Background: an optimization exercise with open tools, aiming at small area, a short achievable clock period and few clock cycles per item. Do not read the settings as production practice.
Only simulation tests tie the RTL to the original design; equivalence was not proved.
Power figures rest on the tool's default switching activity, not on a simulated workload.

==> flow/design.v, too long to show whole: its modules and the start of the top module <==
// module se_int_lane: 279 lines
// module se_lane_mac: 659 lines
module se_int_lane (
    input  wire        clk,
    input  wire        rst,
    input  wire        in_valid,
    output wire        in_ready,
    input  wire [2:0]  in_kind,
    input  wire [2:0]  in_fn,
    input  wire [1:0]  in_type,
    input  wire [1:0]  in_round,
    input  wire        in_sat,
    input  wire [31:0] in_x,
    input  wire [31:0] in_y,
    input  wire [31:0] in_z,
    output wire        out_valid,
    output wire [31:0] out_result,
    output wire        out_sat
);
  // ...
==> flow/run.sh <==
#!/bin/bash
# synth_recipe.tcl (not shown) runs the flow's synth.tcl, then flattens the netlist and writes it again
# the make line also repeats each setting of config.mk as NAME=value (left out here)
make -C /OpenROAD-flow-scripts/flow DESIGN_CONFIG=/design/flow/config.mk WORK_HOME=/design/flow/orfs CLKGATE_MAP_FILE= SYNTH_SCRIPT=/design/flow/synth_recipe.tcl finish
==> flow/config.mk <==
export PLATFORM = sky130hd
export DESIGN_NAME = se_int_lane
export DESIGN_NICKNAME = se_int_lane
export VERILOG_FILES = /design/flow/design.v
export SDC_FILE = /design/flow/constraint.sdc
export NUM_CORES = 4
export LEC_CHECK = 0
export CAP_MARGIN = 35
export CORE_MARGIN = 2
export CORE_UTILIZATION = 30
export PLACE_DENSITY = 0.5
export SLEW_MARGIN = 35
==> flow/constraint.sdc <==
create_clock -name core_clock -period 18.0 [get_ports {clk}]
set_input_delay 3.6000 -clock core_clock [delete_from_list [all_inputs] [get_ports {clk}]]
set_output_delay 3.6000 -clock core_clock [all_outputs]
set_load 0.01 [all_outputs]
==> impl_metrics.env, run 1 <==
export IMPL_met1Wirelength_mm=52.0
export IMPL_largest_register_ffs=35
export IMPL_yosys_warnings=1
export IMPL_signal_buffers=253
export IMPL_ir_drop_mv=0.454
export IMPL_vias=27300
export IMPL_status="timing/DRC/antenna clean"
export IMPL_grt_util_met3_pct=4.98
export IMPL_top_layer="met5"
export IMPL_busiest_layer="met2"
export IMPL_cts_root_buf="clkbuf_16"
export IMPL_gp_congestion=0.973
export IMPL_critPathBufInv=4
export IMPL_worst_pin_slew_ns=0.994
export IMPL_start_util_pct=30.1
export IMPL_p_sw_mw=3.74
export IMPL_synthToLayoutAreaGrowth_pct=13.7
export IMPL_htree_num_levels=1
export IMPL_n_fill_cell=9623
export IMPL_p_comb_mw=5.49
export IMPL_multi_input_area_sq_mm=0.0200
export IMPL_critical_path_max_fanout=29
export IMPL_antenna_found_initial=3
export IMPL_seq_area_sq_mm=0.00584
export IMPL_dp_slack_ns=9.92
export IMPL_endpoint="acc[33]"
export IMPL_finalHoldViolCount=0
Testbench counts, summed over its fixed seeds: cycles 40,019, items 32,000.
==> module se_int_lane, before the edit <==
module se_int_lane (
    input  wire        clk,
    input  wire        rst,
    input  wire        in_valid,
    output wire        in_ready,
    input  wire [2:0]  in_kind,
    input  wire [2:0]  in_fn,
    input  wire [1:0]  in_type,
    input  wire [1:0]  in_round,
    input  wire        in_sat,
    input  wire [31:0] in_x,
    input  wire [31:0] in_y,
    input  wire [31:0] in_z,
    output wire        out_valid,
    output wire [31:0] out_result,
    output wire        out_sat
);
    localparam K_ADD = 3'd0, K_MUL = 3'd1, K_MAC = 3'd2, K_SHF = 3'd3,
               K_CMP = 3'd4, K_CVT = 3'd5;
    localparam T_INT8 = 2'd0, T_INT16 = 2'd1, T_INT32 = 2'd2;
    localparam R_RNE = 2'd0, R_RTZ = 2'd1, R_RDN = 2'd2, R_RNA = 2'd3;
    reg        rdy;              
    reg        v0;
    reg [2:0]  k0, f0;
    reg [1:0]  t0, rnd0;
    reg        sat0;
    reg [31:0] p0, ys, q0;
    reg        is_mul, mac2, na2, nb2;
    reg [1:0]  last_st;
    assign in_ready = rdy;
    wire take = in_valid & rdy;
    reg [31:0] in_xs, in_ys, in_zs;
    always @* begin
        case (in_type)
            T_INT8: begin
                in_xs = {{24{in_x[7]}}, in_x[7:0]};
                in_ys = {{24{in_y[7]}}, in_y[7:0]};
                in_zs = {{24{in_z[7]}}, in_z[7:0]};
            end
            T_INT16: begin
                in_xs = {{16{in_x[15]}}, in_x[15:0]};
                in_ys = {{16{in_y[15]}}, in_y[15:0]};
                in_zs = {{16{in_z[15]}}, in_z[15:0]};
            end
            default: begin
                in_xs = in_x;
                in_ys = in_y;
                in_zs = in_z;
            end
        endcase
    end
    wire in_mul  = (in_kind == K_MUL) | (in_kind == K_MAC);
    wire in_mac1 = (in_kind == K_MAC) & (in_fn[1:0] == 2'd1);       
    wire in_t32  = (in_type == T_INT32);
    wire fit_x = (&in_x[31:15]) | ~(|in_x[31:15]);
    wire fit_y = (&in_y[31:15]) | ~(|in_y[31:15]);
    wire fit_z = (&in_z[31:15]) | ~(|in_z[31:15]);
    wire in_na2 = in_mul & in_t32 & ~(in_mac1 ? fit_z : fit_x);
    wire in_nb2 = in_mul & in_t32 & ~fit_y;
    always @(posedge clk) begin
        if (rdy) begin
            k0      <= in_kind;
            f0      <= in_fn;
            t0      <= in_type;
            rnd0    <= in_round;
            sat0    <= in_sat;
            p0      <= in_mac1 ? in_zs : in_xs;
            ys      <= in_ys;
            q0      <= (in_kind == K_MUL) ? 32'd0 : in_mac1 ? in_xs : in_zs;
            is_mul  <= in_mul;
            mac2    <= (in_kind == K_MAC) & (in_fn[1:0] == 2'd2);   
            na2     <= in_na2;
            nb2     <= in_nb2;
            last_st <= (in_na2 & in_nb2) ? 2'd3 : (in_na2 | in_nb2) ? 2'd1 : 2'd0;
        end
    end
    wire [31:0] xs = p0;         
    reg  [31:0] xu;              
    always @* begin
        case (t0)
            T_INT8:  xu = {24'd0, p0[7:0]};
            T_INT16: xu = {16'd0, p0[15:0]};
            default: xu = p0;
        endcase
    end
    reg  [1:0] st;               
    wire       ia = na2 & st[0];
    wire       ib = na2 ? st[1] : st[0];
    wire       last = (st == last_st);
    wire       shift = (st != 2'd0) & ~(na2 & nb2 & (st == 2'd2));
    wire [16:0] a17 = ia ? {p0[31], p0[31:16]} : {~na2 & p0[15], p0[15:0]};
    wire [16:0] bsel = ib ? ys[31:15] : {ys[15:0], 1'b0};
    reg  [34:0] acc;             
    wire [34:0] addend = (st == 2'd0) ? {{3{q0[31]}}, q0} :
                         shift ? {{16{acc[34]}}, acc[34:16]} : acc;
    wire [34:0] mac_sum;
    se_lane_mac u_mac (
        .a    (a17),
        .bsel (bsel),
        .sub  (mac2),
        .c    (addend),
        .sum  (mac_sum)
    );
    wire        addsub = ~((k0 == K_ADD) & (f0 == 3'd0));
    wire [32:0] xs33 = {xs[31], xs};
    wire [32:0] ys33 = {ys[31], ys};
    wire [32:0] sd = xs33 + (addsub ? ~ys33 : ys33) + {32'd0, addsub};
    wire        lt = sd[32];
    wire        eq = (sd == 33'd0);
    wire [4:0]  n = ys[4:0];
    wire        n_ge_w = (t0 == T_INT8)  ? (n >= 5'd8) :
                         (t0 == T_INT16) ? (n >= 5'd16) : 1'b0;
    wire [32:0] s33 = (f0[1:0] == 2'd0) ? {xs[31], xs} : {1'b0, xu};
    wire [33:0] rsh = $signed({s33, 1'b0}) >>> n;
    wire [32:0] q   = rsh[33:1];
    wire        g   = rsh[0];
    wire [31:0] below = ~(32'hFFFF_FFFF << n) >> 1;        
    wire        sticky = |(s33[31:0] & below);
    wire        sneg = s33[32];
    reg         up_sh;
    always @* begin
        case (rnd0)
            R_RNE: up_sh = g & (sticky | q[0]);
            R_RTZ: up_sh = sneg & (g | sticky);
            R_RDN: up_sh = 1'b0;
            default: up_sh = g & (sticky | ~sneg);
        endcase
        if (n_ge_w)
            up_sh = 1'b0;
    end
    wire [31:0] lsh = xs << n;
    wire [31:0] dif = {xs[31:1] ^ xs[30:0], xs[0]};       
    reg  [5:0]  wlim;
    always @* begin
        case (t0)
            T_INT8:  wlim = 6'd8;
            T_INT16: wlim = 6'd16;
            default: wlim = 6'd32;
        endcase
    end
    wire [5:0]  lo_i = wlim - {1'b0, n};                  
    wire [31:0] lmask = n_ge_w ? 32'hFFFF_FFFF : (32'hFFFF_FFFF << lo_i[4:0]);
    wire        lsh_ovf = |(dif & lmask) & ~(lo_i == 6'd32);
    reg  [34:0] alu;
    reg         alu_up;
    always @* begin
        alu    = {{3{xs[31]}}, xs};
        alu_up = 1'b0;
        case (k0)
            K_ADD: begin
                case (f0)
                    3'd0, 3'd1: alu = {{2{sd[32]}}, sd};
                    3'd2: alu = lt ? {{3{xs[31]}}, xs} : {{3{ys[31]}}, ys};
                    3'd3: alu = lt ? {{3{ys[31]}}, ys} : {{3{xs[31]}}, xs};
                    default: begin
                        alu    = lt ? ~{{2{sd[32]}}, sd} : {{2{sd[32]}}, sd};
                        alu_up = lt;
                    end
                endcase
            end
            K_SHF: begin
                if (f0[1:0] == 2'd2)
                    alu = {{3{xs[31]}}, lsh};
                else begin
                    alu    = {{2{q[32]}}, q};
                    alu_up = up_sh;
                end
            end
            K_CMP: begin
                case (f0)
                    3'd0: alu = {34'd0, eq};
                    3'd1: alu = {34'd0, ~eq};
                    3'd2: alu = {34'd0, lt};
                    3'd3: alu = {34'd0, lt | eq};
                    3'd4: alu = {34'd0, ~(lt | eq)};
                    default: alu = {34'd0, ~lt};
                endcase
            end
            default: alu = {{3{xs[31]}}, xs};
        endcase
    end
    wire fin = v0 & last;
    reg  [15:0] lo0, lo1;        
    reg  [1:0]  wt;              
    reg         f_v;
    reg  [1:0]  f_rtype;
    reg         f_sat, f_up, f_lsh, f_lovf;
    always @(posedge clk) begin
        if (rst) begin
            v0  <= 1'b0;
            rdy <= 1'b1;
            st  <= 2'd0;
        end else begin
            if (take) begin
                v0  <= 1'b1;
                st  <= 2'd0;
                rdy <= ~(((in_kind == K_MUL) | (in_kind == K_MAC)) &
                         (in_type == T_INT32));
            end else if (v0 & ~last) begin
                st  <= st + 2'd1;
                rdy <= (st + 2'd1 == last_st);
            end else begin
                v0  <= 1'b0;
                st  <= 2'd0;
                rdy <= 1'b1;
            end
        end
        acc <= is_mul ? mac_sum : alu;
        wt  <= (st == 2'd0) ? 2'd0 : wt + {1'b0, shift};
        if (shift & (wt == 2'd0))
            lo0 <= acc[15:0];
        lo1 <= acc[15:0];
        f_v     <= rst ? 1'b0 : fin;
        f_rtype <= (k0 == K_CVT) ? f0[1:0] : t0;
        f_sat   <= sat0;
        f_up    <= alu_up & ~is_mul;
        f_lsh   <= (k0 == K_SHF) & (f0[1:0] == 2'd2);
        f_lovf  <= lsh_ovf;
    end
    wire [34:0] acci = acc + {34'd0, f_up};
    wire [34:0] e_eq;
    assign e_eq[34] = 1'b1;
    genvar gi;
    generate
        for (gi = 0; gi < 34; gi = gi + 1) begin : g_eq
            assign e_eq[gi] = e_eq[gi + 1] & (acci[gi] == acci[gi + 1]);
        end
    endgenerate
    reg [31:0] wrapped;
    reg        ovf;
    always @* begin
        case (wt)
            2'd0: wrapped = acci[31:0];
            2'd1: wrapped = {acci[15:0], lo0};
            default: wrapped = {lo1, lo0};
        endcase
        case (wt)
            2'd0: begin
                case (f_rtype)
                    T_INT8:  ovf = ~e_eq[7];
                    T_INT16: ovf = ~e_eq[15];
                    default: ovf = ~e_eq[31];
                endcase
            end
            2'd1: ovf = ~e_eq[15];
            default: ovf = ~(e_eq[0] & (acci[0] == lo1[15]));
        endcase
        if (f_lsh)
            ovf = f_lovf;
    end
    wire sgn = acci[34];
    reg [31:0] fitted;
    always @* begin
        if (f_sat & ovf) begin
            case (f_rtype)
                T_INT8:  fitted = sgn ? 32'hFFFF_FF80 : 32'h0000_007F;
                T_INT16: fitted = sgn ? 32'hFFFF_8000 : 32'h0000_7FFF;
                default: fitted = sgn ? 32'h8000_0000 : 32'h7FFF_FFFF;
            endcase
        end else begin
            case (f_rtype)
                T_INT8:  fitted = {{24{wrapped[7]}}, wrapped[7:0]};
                T_INT16: fitted = {{16{wrapped[15]}}, wrapped[15:0]};
                default: fitted = wrapped;
            endcase
        end
    end
    reg        o_v;
    reg [31:0] o_res;
    reg        o_sat;
    always @(posedge clk) begin
        o_v   <= rst ? 1'b0 : f_v;
        o_res <= fitted;
        o_sat <= f_sat & ovf;
    end
    assign out_valid  = o_v;
    assign out_result = o_res;
    assign out_sat    = o_sat;
endmodule
==> inputs of run 2 (changes only) <==
--- a/flow/design.v
+++ b/flow/design.v
@@ -85,26 +85,35 @@
     end
     reg  [1:0] st;               
     wire       ia = na2 & st[0];
     wire       ib = na2 ? st[1] : st[0];
     wire       last = (st == last_st);
     wire       shift = (st != 2'd0) & ~(na2 & nb2 & (st == 2'd2));
     wire [16:0] a17 = ia ? {p0[31], p0[31:16]} : {~na2 & p0[15], p0[15:0]};
     wire [16:0] bsel = ib ? ys[31:15] : {ys[15:0], 1'b0};
-    reg  [34:0] acc;             
+    reg  [34:0] accs, accc;
+    reg         f_up;            
+    wire [34:0] accv;
+    se_lane_add u_add (
+        .ra  (accs),
+        .rb  (accc),
+        .cin (f_up),
+        .sum (accv)
+    );
     wire [34:0] addend = (st == 2'd0) ? {{3{q0[31]}}, q0} :
-                         shift ? {{16{acc[34]}}, acc[34:16]} : acc;
-    wire [34:0] mac_sum;
+                         shift ? {{16{accv[34]}}, accv[34:16]} : accv;
+    wire [34:0] mac_ra, mac_rb;
     se_lane_mac u_mac (
         .a    (a17),
         .bsel (bsel),
         .sub  (mac2),
         .c    (addend),
-        .sum  (mac_sum)
+        .ra   (mac_ra),
+        .rb   (mac_rb)
     );
     wire        addsub = ~((k0 == K_ADD) & (f0 == 3'd0));
     wire [32:0] xs33 = {xs[31], xs};
     wire [32:0] ys33 = {ys[31], ys};
     wire [32:0] sd = xs33 + (addsub ? ~ys33 : ys33) + {32'd0, addsub};
     wire        lt = sd[32];
     wire        eq = (sd == 33'd0);
     wire [4:0]  n = ys[4:0];
@@ -179,17 +188,17 @@
             default: alu = {{3{xs[31]}}, xs};
         endcase
     end
     wire fin = v0 & last;
     reg  [15:0] lo0, lo1;        
     reg  [1:0]  wt;              
     reg         f_v;
     reg  [1:0]  f_rtype;
-    reg         f_sat, f_up, f_lsh, f_lovf;
+    reg         f_sat, f_lsh, f_lovf;
     always @(posedge clk) begin
         if (rst) begin
             v0  <= 1'b0;
             rdy <= 1'b1;
             st  <= 2'd0;
         end else begin
             if (take) begin
                 v0  <= 1'b1;
@@ -200,29 +209,30 @@
                 st  <= st + 2'd1;
                 rdy <= (st + 2'd1 == last_st);
             end else begin
                 v0  <= 1'b0;
                 st  <= 2'd0;
                 rdy <= 1'b1;
             end
         end
-        acc <= is_mul ? mac_sum : alu;
+        accs <= is_mul ? mac_ra : alu;
+        accc <= is_mul ? mac_rb : 35'd0;
         wt  <= (st == 2'd0) ? 2'd0 : wt + {1'b0, shift};
         if (shift & (wt == 2'd0))
-            lo0 <= acc[15:0];
-        lo1 <= acc[15:0];
+            lo0 <= accv[15:0];
+        lo1 <= accv[15:0];
         f_v     <= rst ? 1'b0 : fin;
         f_rtype <= (k0 == K_CVT) ? f0[1:0] : t0;
         f_sat   <= sat0;
         f_up    <= alu_up & ~is_mul;
         f_lsh   <= (k0 == K_SHF) & (f0[1:0] == 2'd2);
         f_lovf  <= lsh_ovf;
     end
-    wire [34:0] acci = acc + {34'd0, f_up};
+    wire [34:0] acci = accv;
     wire [34:0] e_eq;
     assign e_eq[34] = 1'b1;
     genvar gi;
     generate
         for (gi = 0; gi < 34; gi = gi + 1) begin : g_eq
             assign e_eq[gi] = e_eq[gi + 1] & (acci[gi] == acci[gi + 1]);
         end
     endgenerate
@@ -277,17 +287,18 @@
     assign out_result = o_res;
     assign out_sat    = o_sat;
 endmodule
 module se_lane_mac (
     input  wire [16:0] a,
     input  wire [16:0] bsel,
     input  wire        sub,
     input  wire [34:0] c,
-    output wire [34:0] sum
+    output wire [34:0] ra,
+    output wire [34:0] rb
 );
     wire one0 = bsel[1] ^ bsel[0];
     wire two0 = (bsel[2] & ~bsel[1] & ~bsel[0]) | (~bsel[2] & bsel[1] & bsel[0]);
     wire neg0 = bsel[2] ^ sub;
     wire one1 = bsel[3] ^ bsel[2];
     wire two1 = (bsel[4] & ~bsel[3] & ~bsel[2]) | (~bsel[4] & bsel[3] & bsel[2]);
     wire neg1 = bsel[4] ^ sub;
     wire one2 = bsel[5] ^ bsel[4];
@@ -755,20 +766,27 @@
     wire t300 = pp7_17 ^ c[31] ^ t237;
     wire t301 = (pp7_17 & c[31]) | (pp7_17 & t237) | (c[31] & t237);
     wire t302 = c[32] ^ 1'b1;
     wire t303 = c[32] & 1'b1;
     wire t304 = c[33] ^ 1'b1;
     wire t305 = c[33] & 1'b1;
     wire t306 = c[34] ^ 1'b1;
     wire t307 = c[34] & 1'b1;
-    wire [34:0] ra = {t306, t304, t302, t300, t298, t296, t294, t292, t290, t288, t286, t284, t282, t280, t278, t276, t274, t272, t270, t268, t266, t264, t262, t260, t258, t256, t254, t252, t250, t248, t246, t244, t242, t240, t238};
-    wire [34:0] rb = {t305, t303, t301, t299, t297, t295, t293, t291, t289, t287, t285, t283, t281, t279, t277, t275, t273, t271, t269, t267, t265, t263, t261, t259, t257, t255, t253, t251, t249, t247, t245, t243, t241, t239, c[0]};
+    assign ra = {t306, t304, t302, t300, t298, t296, t294, t292, t290, t288, t286, t284, t282, t280, t278, t276, t274, t272, t270, t268, t266, t264, t262, t260, t258, t256, t254, t252, t250, t248, t246, t244, t242, t240, t238};
+    assign rb = {t305, t303, t301, t299, t297, t295, t293, t291, t289, t287, t285, t283, t281, t279, t277, t275, t273, t271, t269, t267, t265, t263, t261, t259, t257, t255, t253, t251, t249, t247, t245, t243, t241, t239, c[0]};
+endmodule
+module se_lane_add (
+    input  wire [34:0] ra,
+    input  wire [34:0] rb,
+    input  wire        cin,
+    output wire [34:0] sum
+);
     wire [34:0] pg = ra ^ rb;
-    wire [34:0] gg = ra & rb;
+    wire [34:0] gg = {ra[34:1] & rb[34:1], (ra[0] & rb[0]) | (pg[0] & cin)};
     wire sg0_1 = gg[1] | (pg[1] & gg[0]);
     wire sp0_1 = pg[1] & pg[0];
     wire sg0_3 = gg[3] | (pg[3] & gg[2]);
     wire sp0_3 = pg[3] & pg[2];
     wire sg0_5 = gg[5] | (pg[5] & gg[4]);
     wire sp0_5 = pg[5] & pg[4];
     wire sg0_7 = gg[7] | (pg[7] & gg[6]);
     wire sp0_7 = pg[7] & pg[6];
@@ -929,10 +947,10 @@
     wire sg4_31 = sg3_31 | (sp3_31 & sg3_15);
     wire sp4_31 = sp3_31 & sp3_15;
     wire sg5_32 = gg[32] | (pg[32] & sg4_31);
     wire sp5_32 = pg[32] & sp4_31;
     wire sg5_33 = sg0_33 | (sp0_33 & sg4_31);
     wire sp5_33 = sp0_33 & sp4_31;
     wire sg5_34 = sg1_34 | (sp1_34 & sg4_31);
     wire sp5_34 = sp1_34 & sp4_31;
-    assign sum = {pg[34] ^ sg5_33, pg[33] ^ sg5_32, pg[32] ^ sg4_31, pg[31] ^ sg4_30, pg[30] ^ sg4_29, pg[29] ^ sg4_28, pg[28] ^ sg4_27, pg[27] ^ sg4_26, pg[26] ^ sg4_25, pg[25] ^ sg4_24, pg[24] ^ sg4_23, pg[23] ^ sg4_22, pg[22] ^ sg4_21, pg[21] ^ sg4_20, pg[20] ^ sg4_19, pg[19] ^ sg4_18, pg[18] ^ sg4_17, pg[17] ^ sg4_16, pg[16] ^ sg3_15, pg[15] ^ sg3_14, pg[14] ^ sg3_13, pg[13] ^ sg3_12, pg[12] ^ sg3_11, pg[11] ^ sg3_10, pg[10] ^ sg3_9, pg[9] ^ sg3_8, pg[8] ^ sg2_7, pg[7] ^ sg2_6, pg[6] ^ sg2_5, pg[5] ^ sg2_4, pg[4] ^ sg1_3, pg[3] ^ sg1_2, pg[2] ^ sg0_1, pg[1] ^ gg[0], pg[0]};
+    assign sum = {pg[34] ^ sg5_33, pg[33] ^ sg5_32, pg[32] ^ sg4_31, pg[31] ^ sg4_30, pg[30] ^ sg4_29, pg[29] ^ sg4_28, pg[28] ^ sg4_27, pg[27] ^ sg4_26, pg[26] ^ sg4_25, pg[25] ^ sg4_24, pg[24] ^ sg4_23, pg[23] ^ sg4_22, pg[22] ^ sg4_21, pg[21] ^ sg4_20, pg[20] ^ sg4_19, pg[19] ^ sg4_18, pg[18] ^ sg4_17, pg[17] ^ sg4_16, pg[16] ^ sg3_15, pg[15] ^ sg3_14, pg[14] ^ sg3_13, pg[13] ^ sg3_12, pg[12] ^ sg3_11, pg[11] ^ sg3_10, pg[10] ^ sg3_9, pg[9] ^ sg3_8, pg[8] ^ sg2_7, pg[7] ^ sg2_6, pg[6] ^ sg2_5, pg[5] ^ sg2_4, pg[4] ^ sg1_3, pg[3] ^ sg1_2, pg[2] ^ sg0_1, pg[1] ^ gg[0], pg[0] ^ cin};
 endmodule
==> run 2 against run 1 <==
Effect of this change:
- still clean
- core utilization rose by 0.60 points
- combinational power fell by 47%
- synthesized cell count fell by 0.49%
- synthesized area fell by 0.79%
- setup slack improved by 1.9 ns
- cell area rose by 0.52%
- register-to-register slack improved by 1.9 ns
- highest routed layer unchanged
==> impl_metrics.env, run 2 <==
export IMPL_status="timing/DRC/antenna clean"
export IMPL_finalHoldViolCount=0
export IMPL_critPathMostFrequentCell="a21oi_1"
export IMPL_r2r_start="k0[2]"
export IMPL_whs_ns=0.345
export IMPL_comb_power_share_pct=64.2
export IMPL_p_sw_mw=2.16
export IMPL_dp_cells=4610
export IMPL_grt_start_max_net_pins=72
export IMPL_max_freq_mhz=156
export IMPL_synth_edf_count=129
export IMPL_yosysMostFrequentCell="nand2_1"
export IMPL_path_class="register to register"
export IMPL_fin_util_pct=34.9
export IMPL_critPathLaunchType="register"
export IMPL_synth_top_area_cell="edfxtp_1"
export IMPL_clk_latency_ns=0.60
export IMPL_routed_wl_mm=119
export IMPL_worstHoldStart="sat0"
export IMPL_fp_row_count=110
export IMPL_start_util_pct=30.3
export IMPL_cts_buffer_depth=3
export IMPL_dr_pass1_iters=8
export IMPL_cts_setup_buffers=0
export IMPL_ys_flop_type="dfxtp_1"
export IMPL_max_slew_margin_pct=32.4
export IMPL_path_cells="or3_1 > nor2_1 > nand2_1 > buf_4 > xnor2_1 > ha_1 > a21o_1 > a21oi_1 > a31oi_1 > a21oi_1 > o21a_1 > a21oi_1 > o21ai_2 > buf_4 > and2_1 > nor2_1 > a22oi_1 > o21ai_0 > a222oi_1 > o21ai_0"
export IMPL_hold_path_class="register to register"
export IMPL_ys_types=85
export IMPL_clockPowerShare_pct=16.6
export IMPL_die_height_um=306
export IMPL_p_leak_nw=12.6
export IMPL_seq_area_sq_mm=0.00654
export IMPL_regToRegSetupSlack_ns=11.60
export IMPL_cp_required_ns=18.43
export IMPL_core_area_sq_mm=0.0901
export IMPL_critical_path_max_fanout=31
export IMPL_cts_repair_resized=0
export IMPL_fin_crit_ns=6.40
export IMPL_arrival_ns=6.83
export IMPL_finalSetupViolations=0
export IMPL_cts_root_buf="clkbuf_16"
export IMPL_n_fill_cell=9472
export IMPL_switching_share_pct=47.7
export IMPL_pin_count=145
export IMPL_ys_ff_latch=262
export IMPL_overflow=0
export IMPL_wire_per_inst_um=25.5
export IMPL_async_reset_ff_share_pct=0
export IMPL_die_area_sq_mm=0.0934
export IMPL_power_density_mw_per_mm2=144
export IMPL_dp_hpwl_mm=86.8
export IMPL_gp_congestion=0.985
export IMPL_drc=0
export IMPL_finalNetCount=3813
export IMPL_skew_ns=0.0834
export IMPL_cp_slowest_cell="or3_1"
export IMPL_synthTopCellsByCount="nand2_1 (384), nor2_1 (307), a21oi_1 (287)"
export IMPL_worst_pin_slew_ns=1.01
export IMPL_ant_nets=0
export IMPL_fin_cells=4676
export IMPL_hold_depth=0
export IMPL_cap_violations=0
export IMPL_first_global_vias=25500
export IMPL_seqPwrFrac_pct=19.2
export IMPL_cts_tree="built"
export IMPL_syn_inst=3440
export IMPL_vias=26900
export IMPL_grt_pass1_wl_mm=175
export IMPL_total_power_mw=4.53
export IMPL_layout_commonest_cell="nand2_1"
export IMPL_avgSynthCellArea_sq_um=7.93
export IMPL_first_iter_violations=2858
export IMPL_final_cell_mix="nand2_1 (383), nor2_1 (306), a21oi_1 (287), o21ai_0 (236), xnor2_1 (173)"
export IMPL_intPower_mw=2.37
export IMPL_setup_worst_path_start="k0[2]"
export IMPL_cts_sinks=262
export IMPL_drive_gt1_share_pct=7.18
export IMPL_viasPerCell=5.75
export IMPL_synth_area_leaders="edfxtp_1 (14%), dfxtp_1 (9.8%), fa_1 (9.2%), xnor2_1 (5.8%), nand2_1 (5.3%)"
export IMPL_top_regs="accc (35), accs (35)"
export IMPL_synthToLayoutAreaGrowth_pct=15.2
export IMPL_multi_input_area_sq_mm=0.0193
export IMPL_groute_usage_overall_pct=24.9
export IMPL_clk_pin_slew_ns=0.06
export IMPL_die_x_um=306
export IMPL_antenna_found_initial=5
export IMPL_reg2reg_depth=20
export IMPL_end_kind="register"
export IMPL_critPathMaxStageDelay_ns=0.72
export IMPL_fin_setup_tns_ns=0
export IMPL_portBuffers=144
export IMPL_ir_drop_mv=0.103
export IMPL_numCtsBuffers=35
export IMPL_period_share_pct=35.6
export IMPL_htree_num_levels=2
export IMPL_yosys_warnings=1
export IMPL_drv_slew=0
export IMPL_ys_seq_area_share_pct=24.0
export IMPL_syn_num_nets=3782
export IMPL_rsz0062_at_grt="no"
export IMPL_yosysTopAreaCellShare_pct=14.2
export IMPL_synth_area_sq_mm=0.0273
export IMPL_cts_hold_buf=0
-- run 2: path summary, 6_finish.rpt --
| kind | to |
|---|---|
| worst max register to register | accs[26] |
| worst max-delay path | accs[26] |
| worst min-delay path | f_sat |
| worst min register to register | f_sat |
-- run 2: layer usage --
layer	vias up	wire, um	global-route usage [%]
met5	-	26	0
met4	4	5840	10.7
met3	252	10600	4.48
met2	1427	50600	37.5
met1	12900	52400	34.8
li1	12300	-	-
-- run 2: power groups by stage --
stage	logic, mW	clock network [mW]	registers, mW
after floorplan	1.81	0	0.849
after global placement	2.84	0	0.883
after detailed placement	2.85	0	0.882
after CTS	2.86	0.770	0.870
after global routing	3.18	0.789	0.880
final	2.91	0.751	0.871
-- run 2: critical path: cells and delay by family, from the launching register on --
family / cells / cell delay (ns)
XOR/XNOR: 1 / 0.20
flip-flops: 1 / 0.52
buffers and inverters: 2 / 0.72
AND/OR/NAND/NOR: 5 / 1.85
AO/OA/AOI/OAI: 11 / 2.60
adder cells (fa/ha/maj): 1 / 0.37
-- run 2: through the flow --
step	setup WS [ns]	area (sq um)
2_1_floorplan	11.56	27300
3_3_place_gp	11.52	30100
3_5_place_dp	11.68	30200
4_1_cts	11.65	31400
5_1_grt	11.22	31400
6_report	11.60	31400
-- run 2: logic make-up after synthesis --
group                    count (synthesis)  synth area share (%)
adder cells (fa/ha/maj)                234                  14.2
AO/OA/AOI/OAI                         1067                  24.4
multiplexers                           135                  5.36
AND/OR/NAND/NOR                       1010                  16.6
buffers and inverters                  435                  6.03
XOR/XNOR                               297                  9.53
flip-flops                             262                  24.0
-- run 2: layout make-up --
type | count | share of cell area, %
Clock buffer | 42 | 3.07
Sequential cell | 262 | 20.8
Tap cell | 1176 | 4.68
Multi-Input combinational cell | 2743 | 61.3
Clock inverter | 22 | 0.812
Antenna cell | 2 | 0.0159
Timing Repair Buffer | 259 | 7.32
Inverter | 170 | 2.03
Testbench counts of run 2, summed over its fixed seeds: cycles 40,019, items 32,000.
==> inputs of run 3 (changes only) <==
--- a/flow/config.mk
+++ b/flow/config.mk
@@ -5,6 +5,7 @@
 export SDC_FILE = /design/flow/constraint.sdc
 export NUM_CORES = 4
 export LEC_CHECK = 0
+export ABC_AREA = 1
 export CAP_MARGIN = 35
 export CORE_MARGIN = 2
 export CORE_UTILIZATION = 30
==> run 3 against run 2 <==
Effect of this change:
- still clean
- synthesized area increased by 0.39%
- flip-flop and latch count unchanged
- cell area down 0.31%
- routed wire length rose by 3.7%
- global-route usage up 1.2 points
- non-clock buffer count is 37 lower
- setup slack better by 0.19 ns
- critical endpoint is now accs[18]
==> impl_metrics.env, run 3 <==
export IMPL_ys_ff_latch=262
export IMPL_final_cell_mix="nand2_1 (957), inv_1 (472), o21ai_0 (394), nor2_1 (334), a21oi_1 (222)"
export IMPL_cts_buffer_depth=3
export IMPL_avgSynthCellArea_sq_um=6.86
export IMPL_numCtsBuffers=34
export IMPL_viasPerCell=5.43
export IMPL_synth_area_sq_mm=0.0274
export IMPL_rsz0062_at_grt="no"
export IMPL_worst_pin_slew_ns=0.952
export IMPL_max_freq_mhz=161
export IMPL_cap_violations=0
export IMPL_syn_inst=3994
export IMPL_power_density_mw_per_mm2=142
export IMPL_core_area_sq_mm=0.0903
export IMPL_antenna_found_initial=5
export IMPL_drive_gt1_share_pct=5.72
export IMPL_critPathMostFrequentCell="nand2_1"
export IMPL_multi_input_area_sq_mm=0.0182
export IMPL_cts_repair_resized=0
export IMPL_grt_pass1_wl_mm=183
export IMPL_first_global_vias=27200
export IMPL_cts_setup_buffers=0
export IMPL_critPathMaxStageDelay_ns=0.63
export IMPL_grt_util_met3_pct=5.14
export IMPL_busiest_layer="met2"
export IMPL_async_reset_ff_share_pct=0
export IMPL_pin_count=145
export IMPL_critical_path_max_fanout=20
export IMPL_top_regs="accc (35), accs (35)"
export IMPL_finalHoldViolCount=0
export IMPL_die_area_sq_mm=0.0938
export IMPL_status="timing/DRC/antenna clean"
export IMPL_dp_hpwl_mm=95.1
export IMPL_use_met1_pct=35.8
export IMPL_die_height_um=306
export IMPL_ys_seq_area_share_pct=23.9
export IMPL_wire_per_inst_um=23.6
export IMPL_n_fill_cell=9841
export IMPL_path_class="register to register"
export IMPL_path_cells="inv_1 > nand2_1 > nor2_4 > buf_4 > xor2_1 > ha_1 > a21oi_1 > o21bai_1 > nand2_1 > nand2_1 > nor2_1 > nand2_1 > a21oi_2 > inv_1 > nand2_1 > nand2_2 > inv_1 > nand2_2 > inv_1 > a21oi_1 > nand2_1 > o21ai_0 > o21ai_0 > nand2_1"
export IMPL_synth_top_area_cell="edfxtp_1"
export IMPL_cts_root_buf="clkbuf_16"
export IMPL_htree_num_levels=2
export IMPL_met2_usage_pct=38.6
export IMPL_hold_path_class="register to register"
export IMPL_ys_types=61
export IMPL_yosysTopAreaCellShare_pct=14.1
export IMPL_period_share_pct=34.5
export IMPL_layout_commonest_cell="nand2_1"
export IMPL_cts_tree="built"
export IMPL_drc=0
export IMPL_fin_util_pct=34.7
export IMPL_synthToLayoutAreaGrowth_pct=14.4
export IMPL_routed_wl_mm=124
export IMPL_yosysMostFrequentCell="nand2_1"
export IMPL_drv_slew=0
export IMPL_groute_usage_overall_pct=26.1
export IMPL_max_slew_margin_pct=35.9
export IMPL_skew_ns=0.0313
export IMPL_finalSetupViolations=0
export IMPL_ant_nets=0
export IMPL_stdcell_area_sq_mm=0.0313
export IMPL_end_kind="register"
export IMPL_synth_edf_count=129
export IMPL_p_leak_nw=14.4
export IMPL_fin_cells=5252
export IMPL_clk_latency_ns=0.56
export IMPL_syn_num_nets=4336
export IMPL_seq_area_sq_mm=0.00654
export IMPL_ys_flop_type="dfxtp_1"
export IMPL_cts_sinks=262
export IMPL_synth_area_leaders="edfxtp_1 (14%), nand2_1 (13%), dfxtp_1 (9.7%), fa_1 (9.2%), o21ai_0 (7.2%)"
export IMPL_first_iter_violations=3198
export IMPL_yosys_warnings=1
export IMPL_fin_crit_ns=6.21
export IMPL_portBuffers=144
export IMPL_finalNetCount=4391
export IMPL_start_util_pct=30.3
export IMPL_grt_start_max_net_pins=72
export IMPL_clk_pin_slew_ns=0.06
export IMPL_cp_required_ns=18.40
export IMPL_dpl_cell_area_sq_mm=0.0301
export IMPL_cp_slowest_cell="o21ai_0"
export IMPL_dp_cells=5189
export IMPL_dr_pass1_iters=6
export IMPL_vias=28500
export IMPL_gp_congestion=1.01
export IMPL_fin_setup_tns_ns=0
export IMPL_cts_hold_buf=0
export IMPL_synthTopCellsByCount="nand2_1 (958), inv_1 (474), o21ai_0 (395)"
export IMPL_overflow=0
export IMPL_fp_row_count=110
export IMPL_arrival_ns=6.61
export IMPL_die_x_um=306
export IMPL_ir_drop_mv=0.0974
export IMPL_critPathLaunchType="register"
[run 3: worst paths after layout]
path / slack [ns] / end / cells after the start / start
worst max-delay path: 11.79 / accs[18] / 24 / f0[2]
worst max register to register: 11.79 / accs[18] / 24 / f0[2]
worst min register to register: 0.34 / f_sat / 0 / sat0
worst min-delay path: 0.34 / f_sat / 0 / sat0
[run 3: cell families (layout without fill, tap and decap cells)]
kind of cell | after synthesis | count (layout) | share of synthesized area [%]
compound gates | 970 | 970 | 20.3
simple gates | 1580 | 1580 | 23.7
flops | 262 | 262 | 23.9
fa+ha+maj | 232 | 232 | 14.0
xor+xnor | 232 | 232 | 7.53
buf+inv | 700 | 781 | 9.89
mux | 18 | 18 | 0.685
other cells | 0 | 1 | 0
[run 3: final cells by class]
| type | count | share of cell area (%) |
|---|---|---|
| multi-input combinational | 3032 | 58.2 |
| sequential | 262 | 20.9 |
| timing repair buffer | 222 | 6.51 |
| inverter | 497 | 5.95 |
| tap | 1176 | 4.69 |
| clock buffer | 44 | 3.17 |
| clock inverter | 18 | 0.619 |
| antenna | 1 | 0.00798 |
[run 3: where the power goes]
group / total (mW) / leakage [nW] / switching (mW) / internal, mW
clock: 0.714 / 0.584 / 0.278 / 0.436
sequential: 0.859 / 2.48 / 0.0778 / 0.781
combinational: 2.87 / 11.4 / 1.83 / 1.04
total: 4.44 / 14.4 / 2.18 / 2.26
[run 3: layer usage]
metal	share of wire, %	vias up
met1	43	13400
met5	0.018	-
met4	5.9	4
li1	-	13300
met3	9.4	317
met2	42	1460
[run 3: stage by stage]
step / setup slack [ns] / total power [mW] / hold slack [ns]
floorplan: 11.57 / 2.76 / 0.323
global placement: 11.22 / 3.71 / 0.328
detailed placement: 11.62 / 3.71 / 0.330
CTS: 11.89 / 4.45 / 0.343
global route: 11.44 / 4.90 / 0.358
finish: 11.79 / 4.44 / 0.341
[run 3: critical path: cells and delay by family (launching register included)]
kind | cells | cell delay, ns
simple gates | 11 | 1.84
xor+xnor | 1 | 0.18
buf+inv | 5 | 1.54
fa+ha+maj | 1 | 0.32
flops | 1 | 0.59
compound gates | 6 | 1.56
==> inputs of run 4 (changes only) <==
--- a/flow/design.v
+++ b/flow/design.v
@@ -27,6 +27,9 @@
     reg [31:0] p0, ys, q0;
     reg        is_mul, mac2, na2, nb2;
     reg [1:0]  last_st;
+    reg        addsub;                   
+    reg        o_sd, o_abs, o_min, o_max, o_cvt, o_lsh, o_rsh, o_cmp;
+    reg        n_ge_w;                   
     assign in_ready = rdy;
     wire take = in_valid & rdy;
     reg [31:0] in_xs, in_ys, in_zs;
@@ -72,6 +75,17 @@
             na2     <= in_na2;
             nb2     <= in_nb2;
             last_st <= (in_na2 & in_nb2) ? 2'd3 : (in_na2 | in_nb2) ? 2'd1 : 2'd0;
+            addsub  <= ~((in_kind == K_ADD) & (in_fn == 3'd0));
+            o_sd    <= (in_kind == K_ADD) & (in_fn[2:1] == 2'd0);
+            o_min   <= (in_kind == K_ADD) & (in_fn == 3'd2);
+            o_max   <= (in_kind == K_ADD) & (in_fn == 3'd3);
+            o_abs   <= (in_kind == K_ADD) & (in_fn == 3'd4);
+            o_lsh   <= (in_kind == K_SHF) & (in_fn[1:0] == 2'd2);
+            o_rsh   <= (in_kind == K_SHF) & (in_fn[1:0] != 2'd2);
+            o_cmp   <= (in_kind == K_CMP);
+            o_cvt   <= (in_kind == K_CVT);
+            n_ge_w  <= (in_type == T_INT8)  ? (in_y[4:3] != 2'd0) :
+                       (in_type == T_INT16) ? in_y[4] : 1'b0;
         end
     end
     wire [31:0] xs = p0;         
@@ -84,10 +98,11 @@
         endcase
     end
     reg  [1:0] st;               
-    wire       ia = na2 & st[0];
-    wire       ib = na2 ? st[1] : st[0];
-    wire       last = (st == last_st);
-    wire       shift = (st != 2'd0) & ~(na2 & nb2 & (st == 2'd2));
+    reg        first;            
+    reg        ia, ib;           
+    reg        shift;            
+    reg        last;             
+    wire [1:0] st_n = st + 2'd1;
     wire [16:0] a17 = ia ? {p0[31], p0[31:16]} : {~na2 & p0[15], p0[15:0]};
     wire [16:0] bsel = ib ? ys[31:15] : {ys[15:0], 1'b0};
     reg  [34:0] accs, accc;
@@ -99,7 +114,7 @@
         .cin (f_up),
         .sum (accv)
     );
-    wire [34:0] addend = (st == 2'd0) ? {{3{q0[31]}}, q0} :
+    wire [34:0] addend = first ? {{3{q0[31]}}, q0} :
                          shift ? {{16{accv[34]}}, accv[34:16]} : accv;
     wire [34:0] mac_ra, mac_rb;
     se_lane_mac u_mac (
@@ -110,15 +125,18 @@
         .ra   (mac_ra),
         .rb   (mac_rb)
     );
-    wire        addsub = ~((k0 == K_ADD) & (f0 == 3'd0));
     wire [32:0] xs33 = {xs[31], xs};
     wire [32:0] ys33 = {ys[31], ys};
-    wire [32:0] sd = xs33 + (addsub ? ~ys33 : ys33) + {32'd0, addsub};
+    wire [32:0] sd;
+    se_lane_add33 u_sd (
+        .ra  (xs33),
+        .rb  (ys33 ^ {33{addsub}}),
+        .cin (addsub),
+        .sum (sd)
+    );
     wire        lt = sd[32];
-    wire        eq = (sd == 33'd0);
+    wire        eq = (xs == ys);
     wire [4:0]  n = ys[4:0];
-    wire        n_ge_w = (t0 == T_INT8)  ? (n >= 5'd8) :
-                         (t0 == T_INT16) ? (n >= 5'd16) : 1'b0;
     wire [32:0] s33 = (f0[1:0] == 2'd0) ? {xs[31], xs} : {1'b0, xu};
     wire [33:0] rsh = $signed({s33, 1'b0}) >>> n;
     wire [32:0] q   = rsh[33:1];
@@ -150,44 +168,26 @@
     wire [5:0]  lo_i = wlim - {1'b0, n};                  
     wire [31:0] lmask = n_ge_w ? 32'hFFFF_FFFF : (32'hFFFF_FFFF << lo_i[4:0]);
     wire        lsh_ovf = |(dif & lmask) & ~(lo_i == 6'd32);
-    reg  [34:0] alu;
-    reg         alu_up;
+    reg         cmp_r;
     always @* begin
-        alu    = {{3{xs[31]}}, xs};
-        alu_up = 1'b0;
-        case (k0)
-            K_ADD: begin
-                case (f0)
-                    3'd0, 3'd1: alu = {{2{sd[32]}}, sd};
-                    3'd2: alu = lt ? {{3{xs[31]}}, xs} : {{3{ys[31]}}, ys};
-                    3'd3: alu = lt ? {{3{ys[31]}}, ys} : {{3{xs[31]}}, xs};
-                    default: begin
-                        alu    = lt ? ~{{2{sd[32]}}, sd} : {{2{sd[32]}}, sd};
-                        alu_up = lt;
-                    end
-                endcase
-            end
-            K_SHF: begin
-                if (f0[1:0] == 2'd2)
-                    alu = {{3{xs[31]}}, lsh};
-                else begin
-                    alu    = {{2{q[32]}}, q};
-                    alu_up = up_sh;
-                end
-            end
-            K_CMP: begin
-                case (f0)
-                    3'd0: alu = {34'd0, eq};
-                    3'd1: alu = {34'd0, ~eq};
-                    3'd2: alu = {34'd0, lt};
-                    3'd3: alu = {34'd0, lt | eq};
-                    3'd4: alu = {34'd0, ~(lt | eq)};
-                    default: alu = {34'd0, ~lt};
-                endcase
-            end
-            default: alu = {{3{xs[31]}}, xs};
+        case (f0)
+            3'd0: cmp_r = eq;
+            3'd1: cmp_r = ~eq;
+            3'd2: cmp_r = lt;
+            3'd3: cmp_r = lt | eq;
+            3'd4: cmp_r = ~(lt | eq);
+            default: cmp_r = ~lt;
         endcase
     end
+    wire        sel_x = o_cvt | (o_min & lt) | (o_max & ~lt);
+    wire        sel_y = (o_min & ~lt) | (o_max & lt);
+    wire [34:0] alu = ({35{o_sd | o_abs}} & ({{2{sd[32]}}, sd} ^ {35{o_abs & lt}})) |
+                      ({35{sel_x}} & {{3{xs[31]}}, xs}) |
+                      ({35{sel_y}} & {{3{ys[31]}}, ys}) |
+                      ({35{o_lsh}} & {{3{xs[31]}}, lsh}) |
+                      ({35{o_rsh}} & {{2{q[32]}}, q}) |
+                      {34'd0, o_cmp & cmp_r};
+    wire        alu_up = (o_abs & lt) | (o_rsh & up_sh);
     wire fin = v0 & last;
     reg  [15:0] lo0, lo1;        
     reg  [1:0]  wt;              
@@ -198,33 +198,41 @@
         if (rst) begin
             v0  <= 1'b0;
             rdy <= 1'b1;
-            st  <= 2'd0;
+        end else if (take) begin
+            v0  <= 1'b1;
+            rdy <= ~(in_mul & in_t32);
+        end else if (v0 & ~last) begin
+            rdy <= (st_n == last_st);
         end else begin
-            if (take) begin
-                v0  <= 1'b1;
-                st  <= 2'd0;
-                rdy <= ~(((in_kind == K_MUL) | (in_kind == K_MAC)) &
-                         (in_type == T_INT32));
-            end else if (v0 & ~last) begin
-                st  <= st + 2'd1;
-                rdy <= (st + 2'd1 == last_st);
-            end else begin
-                v0  <= 1'b0;
-                st  <= 2'd0;
-                rdy <= 1'b1;
-            end
+            v0  <= 1'b0;
+            rdy <= 1'b1;
+        end
+        if (rst | take | ~v0 | last) begin
+            st    <= 2'd0;
+            first <= 1'b1;
+            ia    <= 1'b0;
+            ib    <= 1'b0;
+            shift <= 1'b0;
+            last  <= rst | ~take | ~(in_na2 | in_nb2);
+        end else begin
+            st    <= st_n;
+            first <= 1'b0;
+            ia    <= na2 & st_n[0];
+            ib    <= na2 ? st_n[1] : st_n[0];
+            shift <= ~(na2 & nb2 & (st_n == 2'd2));
+            last  <= (st_n == last_st);
         end
         accs <= is_mul ? mac_ra : alu;
         accc <= is_mul ? mac_rb : 35'd0;
-        wt  <= (st == 2'd0) ? 2'd0 : wt + {1'b0, shift};
+        wt  <= first ? 2'd0 : wt + {1'b0, shift};
         if (shift & (wt == 2'd0))
             lo0 <= accv[15:0];
         lo1 <= accv[15:0];
         f_v     <= rst ? 1'b0 : fin;
         f_rtype <= (k0 == K_CVT) ? f0[1:0] : t0;
         f_sat   <= sat0;
-        f_up    <= alu_up & ~is_mul;
-        f_lsh   <= (k0 == K_SHF) & (f0[1:0] == 2'd2);
+        f_up    <= alu_up;
+        f_lsh   <= o_lsh;
         f_lovf  <= lsh_ovf;
     end
     wire [34:0] acci = accv;
@@ -954,3 +962,175 @@
     wire sp5_34 = sp1_34 & sp4_31;
     assign sum = {pg[34] ^ sg5_33, pg[33] ^ sg5_32, pg[32] ^ sg4_31, pg[31] ^ sg4_30, pg[30] ^ sg4_29, pg[29] ^ sg4_28, pg[28] ^ sg4_27, pg[27] ^ sg4_26, pg[26] ^ sg4_25, pg[25] ^ sg4_24, pg[24] ^ sg4_23, pg[23] ^ sg4_22, pg[22] ^ sg4_21, pg[21] ^ sg4_20, pg[20] ^ sg4_19, pg[19] ^ sg4_18, pg[18] ^ sg4_17, pg[17] ^ sg4_16, pg[16] ^ sg3_15, pg[15] ^ sg3_14, pg[14] ^ sg3_13, pg[13] ^ sg3_12, pg[12] ^ sg3_11, pg[11] ^ sg3_10, pg[10] ^ sg3_9, pg[9] ^ sg3_8, pg[8] ^ sg2_7, pg[7] ^ sg2_6, pg[6] ^ sg2_5, pg[5] ^ sg2_4, pg[4] ^ sg1_3, pg[3] ^ sg1_2, pg[2] ^ sg0_1, pg[1] ^ gg[0], pg[0] ^ cin};
 endmodule
+module se_lane_add33 (
+    input  wire [32:0] ra,
+    input  wire [32:0] rb,
+    input  wire        cin,
+    output wire [32:0] sum
+);
+    wire [32:0] pg = ra ^ rb;
+    wire [32:0] gg = {ra[32:1] & rb[32:1], (ra[0] & rb[0]) | (pg[0] & cin)};
+    wire sg0_1 = gg[1] | (pg[1] & gg[0]);
+    wire sp0_1 = pg[1] & pg[0];
+    wire sg0_3 = gg[3] | (pg[3] & gg[2]);
+    wire sp0_3 = pg[3] & pg[2];
+    wire sg0_5 = gg[5] | (pg[5] & gg[4]);
+    wire sp0_5 = pg[5] & pg[4];
+    wire sg0_7 = gg[7] | (pg[7] & gg[6]);
+    wire sp0_7 = pg[7] & pg[6];
+    wire sg0_9 = gg[9] | (pg[9] & gg[8]);
+    wire sp0_9 = pg[9] & pg[8];
+    wire sg0_11 = gg[11] | (pg[11] & gg[10]);
+    wire sp0_11 = pg[11] & pg[10];
+    wire sg0_13 = gg[13] | (pg[13] & gg[12]);
+    wire sp0_13 = pg[13] & pg[12];
+    wire sg0_15 = gg[15] | (pg[15] & gg[14]);
+    wire sp0_15 = pg[15] & pg[14];
+    wire sg0_17 = gg[17] | (pg[17] & gg[16]);
+    wire sp0_17 = pg[17] & pg[16];
+    wire sg0_19 = gg[19] | (pg[19] & gg[18]);
+    wire sp0_19 = pg[19] & pg[18];
+    wire sg0_21 = gg[21] | (pg[21] & gg[20]);
+    wire sp0_21 = pg[21] & pg[20];
+    wire sg0_23 = gg[23] | (pg[23] & gg[22]);
+    wire sp0_23 = pg[23] & pg[22];
+    wire sg0_25 = gg[25] | (pg[25] & gg[24]);
+    wire sp0_25 = pg[25] & pg[24];
+    wire sg0_27 = gg[27] | (pg[27] & gg[26]);
+    wire sp0_27 = pg[27] & pg[26];
+    wire sg0_29 = gg[29] | (pg[29] & gg[28]);
+    wire sp0_29 = pg[29] & pg[28];
+    wire sg0_31 = gg[31] | (pg[31] & gg[30]);
+    wire sp0_31 = pg[31] & pg[30];
+    wire sg1_2 = gg[2] | (pg[2] & sg0_1);
+    wire sp1_2 = pg[2] & sp0_1;
+    wire sg1_3 = sg0_3 | (sp0_3 & sg0_1);
+    wire sp1_3 = sp0_3 & sp0_1;
+    wire sg1_6 = gg[6] | (pg[6] & sg0_5);
+    wire sp1_6 = pg[6] & sp0_5;
+    wire sg1_7 = sg0_7 | (sp0_7 & sg0_5);
+    wire sp1_7 = sp0_7 & sp0_5;
+    wire sg1_10 = gg[10] | (pg[10] & sg0_9);
+    wire sp1_10 = pg[10] & sp0_9;
+    wire sg1_11 = sg0_11 | (sp0_11 & sg0_9);
+    wire sp1_11 = sp0_11 & sp0_9;
+    wire sg1_14 = gg[14] | (pg[14] & sg0_13);
+    wire sp1_14 = pg[14] & sp0_13;
+    wire sg1_15 = sg0_15 | (sp0_15 & sg0_13);
+    wire sp1_15 = sp0_15 & sp0_13;
+    wire sg1_18 = gg[18] | (pg[18] & sg0_17);
+    wire sp1_18 = pg[18] & sp0_17;
+    wire sg1_19 = sg0_19 | (sp0_19 & sg0_17);
+    wire sp1_19 = sp0_19 & sp0_17;
+    wire sg1_22 = gg[22] | (pg[22] & sg0_21);
+    wire sp1_22 = pg[22] & sp0_21;
+    wire sg1_23 = sg0_23 | (sp0_23 & sg0_21);
+    wire sp1_23 = sp0_23 & sp0_21;
+    wire sg1_26 = gg[26] | (pg[26] & sg0_25);
+    wire sp1_26 = pg[26] & sp0_25;
+    wire sg1_27 = sg0_27 | (sp0_27 & sg0_25);
+    wire sp1_27 = sp0_27 & sp0_25;
+    wire sg1_30 = gg[30] | (pg[30] & sg0_29);
+    wire sp1_30 = pg[30] & sp0_29;
+    wire sg1_31 = sg0_31 | (sp0_31 & sg0_29);
+    wire sp1_31 = sp0_31 & sp0_29;
+    wire sg2_4 = gg[4] | (pg[4] & sg1_3);
+    wire sp2_4 = pg[4] & sp1_3;
+    wire sg2_5 = sg0_5 | (sp0_5 & sg1_3);
+    wire sp2_5 = sp0_5 & sp1_3;
+    wire sg2_6 = sg1_6 | (sp1_6 & sg1_3);
+    wire sp2_6 = sp1_6 & sp1_3;
+    wire sg2_7 = sg1_7 | (sp1_7 & sg1_3);
+    wire sp2_7 = sp1_7 & sp1_3;
+    wire sg2_12 = gg[12] | (pg[12] & sg1_11);
+    wire sp2_12 = pg[12] & sp1_11;
+    wire sg2_13 = sg0_13 | (sp0_13 & sg1_11);
+    wire sp2_13 = sp0_13 & sp1_11;
+    wire sg2_14 = sg1_14 | (sp1_14 & sg1_11);
+    wire sp2_14 = sp1_14 & sp1_11;
+    wire sg2_15 = sg1_15 | (sp1_15 & sg1_11);
+    wire sp2_15 = sp1_15 & sp1_11;
+    wire sg2_20 = gg[20] | (pg[20] & sg1_19);
+    wire sp2_20 = pg[20] & sp1_19;
+    wire sg2_21 = sg0_21 | (sp0_21 & sg1_19);
+    wire sp2_21 = sp0_21 & sp1_19;
+    wire sg2_22 = sg1_22 | (sp1_22 & sg1_19);
+    wire sp2_22 = sp1_22 & sp1_19;
+    wire sg2_23 = sg1_23 | (sp1_23 & sg1_19);
+    wire sp2_23 = sp1_23 & sp1_19;
+    wire sg2_28 = gg[28] | (pg[28] & sg1_27);
+    wire sp2_28 = pg[28] & sp1_27;
+    wire sg2_29 = sg0_29 | (sp0_29 & sg1_27);
+    wire sp2_29 = sp0_29 & sp1_27;
+    wire sg2_30 = sg1_30 | (sp1_30 & sg1_27);
+    wire sp2_30 = sp1_30 & sp1_27;
+    wire sg2_31 = sg1_31 | (sp1_31 & sg1_27);
+    wire sp2_31 = sp1_31 & sp1_27;
+    wire sg3_8 = gg[8] | (pg[8] & sg2_7);
+    wire sp3_8 = pg[8] & sp2_7;
+    wire sg3_9 = sg0_9 | (sp0_9 & sg2_7);
+    wire sp3_9 = sp0_9 & sp2_7;
+    wire sg3_10 = sg1_10 | (sp1_10 & sg2_7);
+    wire sp3_10 = sp1_10 & sp2_7;
+    wire sg3_11 = sg1_11 | (sp1_11 & sg2_7);
+    wire sp3_11 = sp1_11 & sp2_7;
+    wire sg3_12 = sg2_12 | (sp2_12 & sg2_7);
+    wire sp3_12 = sp2_12 & sp2_7;
+    wire sg3_13 = sg2_13 | (sp2_13 & sg2_7);
+    wire sp3_13 = sp2_13 & sp2_7;
+    wire sg3_14 = sg2_14 | (sp2_14 & sg2_7);
+    wire sp3_14 = sp2_14 & sp2_7;
+    wire sg3_15 = sg2_15 | (sp2_15 & sg2_7);
+    wire sp3_15 = sp2_15 & sp2_7;
+    wire sg3_24 = gg[24] | (pg[24] & sg2_23);
+    wire sp3_24 = pg[24] & sp2_23;
+    wire sg3_25 = sg0_25 | (sp0_25 & sg2_23);
+    wire sp3_25 = sp0_25 & sp2_23;
+    wire sg3_26 = sg1_26 | (sp1_26 & sg2_23);
+    wire sp3_26 = sp1_26 & sp2_23;
+    wire sg3_27 = sg1_27 | (sp1_27 & sg2_23);
+    wire sp3_27 = sp1_27 & sp2_23;
+    wire sg3_28 = sg2_28 | (sp2_28 & sg2_23);
+    wire sp3_28 = sp2_28 & sp2_23;
+    wire sg3_29 = sg2_29 | (sp2_29 & sg2_23);
+    wire sp3_29 = sp2_29 & sp2_23;
+    wire sg3_30 = sg2_30 | (sp2_30 & sg2_23);
+    wire sp3_30 = sp2_30 & sp2_23;
+    wire sg3_31 = sg2_31 | (sp2_31 & sg2_23);
+    wire sp3_31 = sp2_31 & sp2_23;
+    wire sg4_16 = gg[16] | (pg[16] & sg3_15);
+    wire sp4_16 = pg[16] & sp3_15;
+    wire sg4_17 = sg0_17 | (sp0_17 & sg3_15);
+    wire sp4_17 = sp0_17 & sp3_15;
+    wire sg4_18 = sg1_18 | (sp1_18 & sg3_15);
+    wire sp4_18 = sp1_18 & sp3_15;
+    wire sg4_19 = sg1_19 | (sp1_19 & sg3_15);
+    wire sp4_19 = sp1_19 & sp3_15;
+    wire sg4_20 = sg2_20 | (sp2_20 & sg3_15);
+    wire sp4_20 = sp2_20 & sp3_15;
+    wire sg4_21 = sg2_21 | (sp2_21 & sg3_15);
+    wire sp4_21 = sp2_21 & sp3_15;
+    wire sg4_22 = sg2_22 | (sp2_22 & sg3_15);
+    wire sp4_22 = sp2_22 & sp3_15;
+    wire sg4_23 = sg2_23 | (sp2_23 & sg3_15);
+    wire sp4_23 = sp2_23 & sp3_15;
+    wire sg4_24 = sg3_24 | (sp3_24 & sg3_15);
+    wire sp4_24 = sp3_24 & sp3_15;
+    wire sg4_25 = sg3_25 | (sp3_25 & sg3_15);
+    wire sp4_25 = sp3_25 & sp3_15;
+    wire sg4_26 = sg3_26 | (sp3_26 & sg3_15);
+    wire sp4_26 = sp3_26 & sp3_15;
+    wire sg4_27 = sg3_27 | (sp3_27 & sg3_15);
+    wire sp4_27 = sp3_27 & sp3_15;
+    wire sg4_28 = sg3_28 | (sp3_28 & sg3_15);
+    wire sp4_28 = sp3_28 & sp3_15;
+    wire sg4_29 = sg3_29 | (sp3_29 & sg3_15);
+    wire sp4_29 = sp3_29 & sp3_15;
+    wire sg4_30 = sg3_30 | (sp3_30 & sg3_15);
+    wire sp4_30 = sp3_30 & sp3_15;
+    wire sg4_31 = sg3_31 | (sp3_31 & sg3_15);
+    wire sp4_31 = sp3_31 & sp3_15;
+    wire sg5_32 = gg[32] | (pg[32] & sg4_31);
+    wire sp5_32 = pg[32] & sp4_31;
+    assign sum = {pg[32] ^ sg4_31, pg[31] ^ sg4_30, pg[30] ^ sg4_29, pg[29] ^ sg4_28, pg[28] ^ sg4_27, pg[27] ^ sg4_26, pg[26] ^ sg4_25, pg[25] ^ sg4_24, pg[24] ^ sg4_23, pg[23] ^ sg4_22, pg[22] ^ sg4_21, pg[21] ^ sg4_20, pg[20] ^ sg4_19, pg[19] ^ sg4_18, pg[18] ^ sg4_17, pg[17] ^ sg4_16, pg[16] ^ sg3_15, pg[15] ^ sg3_14, pg[14] ^ sg3_13, pg[13] ^ sg3_12, pg[12] ^ sg3_11, pg[11] ^ sg3_10, pg[10] ^ sg3_9, pg[9] ^ sg3_8, pg[8] ^ sg2_7, pg[7] ^ sg2_6, pg[6] ^ sg2_5, pg[5] ^ sg2_4, pg[4] ^ sg1_3, pg[3] ^ sg1_2, pg[2] ^ sg0_1, pg[1] ^ gg[0], pg[0] ^ cin};
+endmodule
==> run 4 against run 3 <==
Effect of this change:
- flip-flop and latch count grew 15
- clock power rose by 6.0%
- register-to-register slack improved by 0.30 ns
- sequential power increased by 5.6%
- critical endpoint is now q0[27]
- routed wire length shrank 5.8%
- non-clock buffer count fell by 7
- die area fell by 1.6%
- clock-buffer cell count increased by 7
- highest routed layer unchanged
- critical path type is now input pin to register
- largest power group unchanged
- final cell count fell by 3.4%
- power is 11% lower
==> impl_metrics.env, run 4 <==
export IMPL_wire_per_inst_um=23.0
export IMPL_yosys_warnings=1
export IMPL_fp_row_count=109
export IMPL_top_regs="accc (35), accs (35)"
export IMPL_drive_gt1_share_pct=5.63
export IMPL_rsz0062_at_grt="no"
export IMPL_yosysMostFrequentCell="nand2_1"
export IMPL_path_class="input pin to register"
export IMPL_drc=0
export IMPL_pin_count=145
export IMPL_start_util_pct=30.4
export IMPL_cts_sinks=277
export IMPL_finalHoldViolCount=0
export IMPL_groute_usage_overall_pct=24.7
export IMPL_cp_required_ns=18.30
export IMPL_dp_hpwl_mm=90.1
export IMPL_ant_nets=0
export IMPL_die_area_sq_mm=0.0923
export IMPL_core_area_sq_mm=0.0888
export IMPL_gp_congestion=1.01
export IMPL_status="timing/DRC/antenna clean"
export IMPL_routed_wl_mm=117
export IMPL_layout_commonest_cell="nand2_1"
export IMPL_portBuffers=144
export IMPL_ys_flop_type="edfxtp_1"
export IMPL_synthToLayoutAreaGrowth_pct=14.6
export IMPL_n_fill_cell=9557
export IMPL_overflow=0
export IMPL_first_global_vias=25700
export IMPL_ys_ff_latch=277
export IMPL_clk_pin_slew_ns=0.07
export IMPL_worst_pin_slew_ns=0.949
export IMPL_synth_area_leaders="edfxtp_1 (15%), nand2_1 (13%), dfxtp_1 (10%), fa_1 (9.7%), xor2_1 (6.9%)"
export IMPL_skew_ns=0.0307
export IMPL_finalSetupViolations=0
export IMPL_syn_inst=3819
export IMPL_cts_tree="built"
export IMPL_cp_slowest_cell="inv_1"
export IMPL_fin_crit_ns=6.17
export IMPL_htree_num_levels=2
export IMPL_max_freq_mhz=162
export IMPL_cts_buffer_depth=3
export IMPL_critPathBufInv=5
export IMPL_drv_slew=0
export IMPL_critPathMostFrequentCell="inv_1"
export IMPL_max_slew_margin_pct=36.7
export IMPL_crit_family="buffers and inverters"
export IMPL_synth_area_sq_mm=0.0270
export IMPL_total_power_mw=3.93
export IMPL_critPathLaunchType="input pin"
export IMPL_path_cells="clkdlybuf4s50_1 > buf_4 > nor2_1 > inv_1 > nor2_1 > inv_1 > nand2_1 > inv_1 > nand2_1 > o21ai_0 > a21oi_1"
export IMPL_first_iter_violations=3138
export IMPL_critical_path_max_fanout=40
export IMPL_antenna_cells=0
export IMPL_cts_hold_buf=0
export IMPL_end_kind="register"
export IMPL_power_density_mw_per_mm2=127
export IMPL_viasPerCell=5.39
export IMPL_synth_top_area_cell="edfxtp_1"
export IMPL_synthTopCellsByCount="nand2_1 (938), inv_1 (439), o21ai_0 (358)"
export IMPL_ys_seq_area_share_pct=25.7
export IMPL_cap_violations=0
export IMPL_finalNetCount=4224
export IMPL_synth_edf_count=139
export IMPL_ys_types=59
export IMPL_async_reset_ff_share_pct=0
export IMPL_grt_start_max_net_pins=85
export IMPL_cts_setup_buffers=0
export IMPL_vias=27300
export IMPL_cts_root_buf="clkbuf_16"
export IMPL_die_height_um=304
export IMPL_dr_pass1_iters=6
export IMPL_p_leak_nw=14.0
export IMPL_fin_setup_tns_ns=0
export IMPL_grt_pass1_wl_mm=172
export IMPL_final_cell_mix="nand2_1 (938), inv_1 (438), o21ai_0 (356), nor2_1 (271)"
export IMPL_hold_path_class="register to register"
export IMPL_avgSynthCellArea_sq_um=7.06
export IMPL_period_share_pct=34.3
export IMPL_die_x_um=304
export IMPL_numCtsBuffers=37
export IMPL_yosysTopAreaCellShare_pct=15.5
export IMPL_syn_num_nets=4163
export IMPL_arrival_ns=6.47
export IMPL_cts_repair_resized=0
export IMPL_critPathMaxStageDelay_ns=0.51
export IMPL_antenna_found_initial=2
export IMPL_ir_drop_mv=0.0727
export IMPL_clk_latency_ns=0.60
run 4: cell count changes in the layout (fill, tap and decap cells not counted), sizes merged, moves of 12 or more:
cell and change:
o21ai -45, nor2 -63, o21a +12, nand2 -22, o211ai -17, a21oi -16, or2 +12, nand4 +17
nor3 -13, inv -35
run 4: cell type report:
class / count / area (sq um) / share of cell area [%]
clock buffers: 51 / 1070 / 3.47
clock inverters: 17 / 174 / 0.563
inverters: 463 / 1740 / 5.62
multi-input cells: 2886 / 17500 / 56.8
flip-flops and latches: 277 / 6940 / 22.5
well taps: 1165 / 1460 / 4.72
repair buffers: 215 / 1980 / 6.40
run 4: cells by family after synthesis:
family	share of synthesized area, %
AO/OA/AOI/OAI	18.3
XOR/XNOR	7.76
adder cells (fa/ha/maj)	14.5
buffers and inverters	9.43
flip-flops	25.7
multiplexers	0.719
AND/OR/NAND/NOR	23.6
run 4: path summary, 6_finish.rpt:
path	slack, ns	startpoint	depth (start not counted)	endpoint
setup / recovery	11.83	in_type[1]	11	q0[27]
hold / removal	0.34	sat0	0	f_sat
setup reg to reg	12.09	ys[1]	16	accs[17]
hold reg to reg	0.34	sat0	0	f_sat
run 4: report_power, final:
part           leakage (nW)  internal (mW)  switching, mW  total (mW)
registers              2.64          0.812         0.0945       0.907
logic                  10.8          0.833           1.44        2.27
clock network         0.597          0.437          0.320       0.757
total                  14.0           2.08           1.85        3.93
run 4: per-layer routing:
layer  up-vias  routed length (um)  track usage (%)
li1      12700                   -                -
met3       257               10000             4.09
met1     13000               51100             34.5
met4         2                6500             11.6
met5         -                  13                0
met2      1313               49000             37.1
run 4: per-stage QoR:
stage / worst slack (ns) / util (%) / cell area [sq um] / hold WS (ns) / std cells
after global placement: 11.20 / 33.3 / 29600 / 0.332 / 5006
final: 11.83 / 34.8 / 30900 / 0.344 / 5074
after CTS: 11.82 / 34.8 / 30900 / 0.350 / 5074
after detailed placement: 11.21 / 33.4 / 29600 / 0.332 / 5006
after global routing: 11.50 / 34.8 / 30900 / 0.367 / 5074
after floorplan: 11.36 / - / 27000 / 0.323 / 3819
Testbench counts of run 4, summed over its fixed seeds: cycles 40,019, items 32,000.

static timing again, ports no longer ideal:
The results above use ideal ports. As a check the final layouts listed here were re-extracted and re-timed, cells and wires unchanged. Step 1 (the two cells are an assumption about what drives the block):
set clk [get_ports {clk}]
set_driving_cell -lib_cell sky130_fd_sc_hd__clkbuf_16 $clk
set_driving_cell -lib_cell sky130_fd_sc_hd__buf_2 [delete_from_list [all_inputs] $clk]
Step 2 moves the port delays by t, midway between the first and last clock arrival at a register: inputs arrive t later, outputs are due t later. That takes back most of the time a late clock gives input paths. Three values: no drivers, after step 1, after step 2; two values: the first two.
run | t, ns | setup WS [ns] | worst hold slack (ns) | clock arrival spread, ns | pins driven straight from the clock port
run 1 | 0.659 | 9.718 / 9.718 / 9.718 | 0.341 / 0.341 / 0.341 | 0.051 / 0.051 | 1
run 2 | 0.635 | 11.597 / 11.597 / 11.597 | 0.345 / 0.345 / 0.345 | 0.083 / 0.083 | 1
run 3 | 0.615 | 11.787 / 11.787 / 11.673 | 0.341 / 0.341 / 0.341 | 0.033 / 0.033 | 1
run 4 | 0.649 | 11.829 / 11.870 / 11.221 | 0.344 / 0.344 / 0.344 | 0.032 / 0.031 | 1
After both steps setup and hold are still met in every run listed. The setup slack of run 4, which loses most, moves by +0.041 ns with the drivers and by -0.608 ns with both steps.
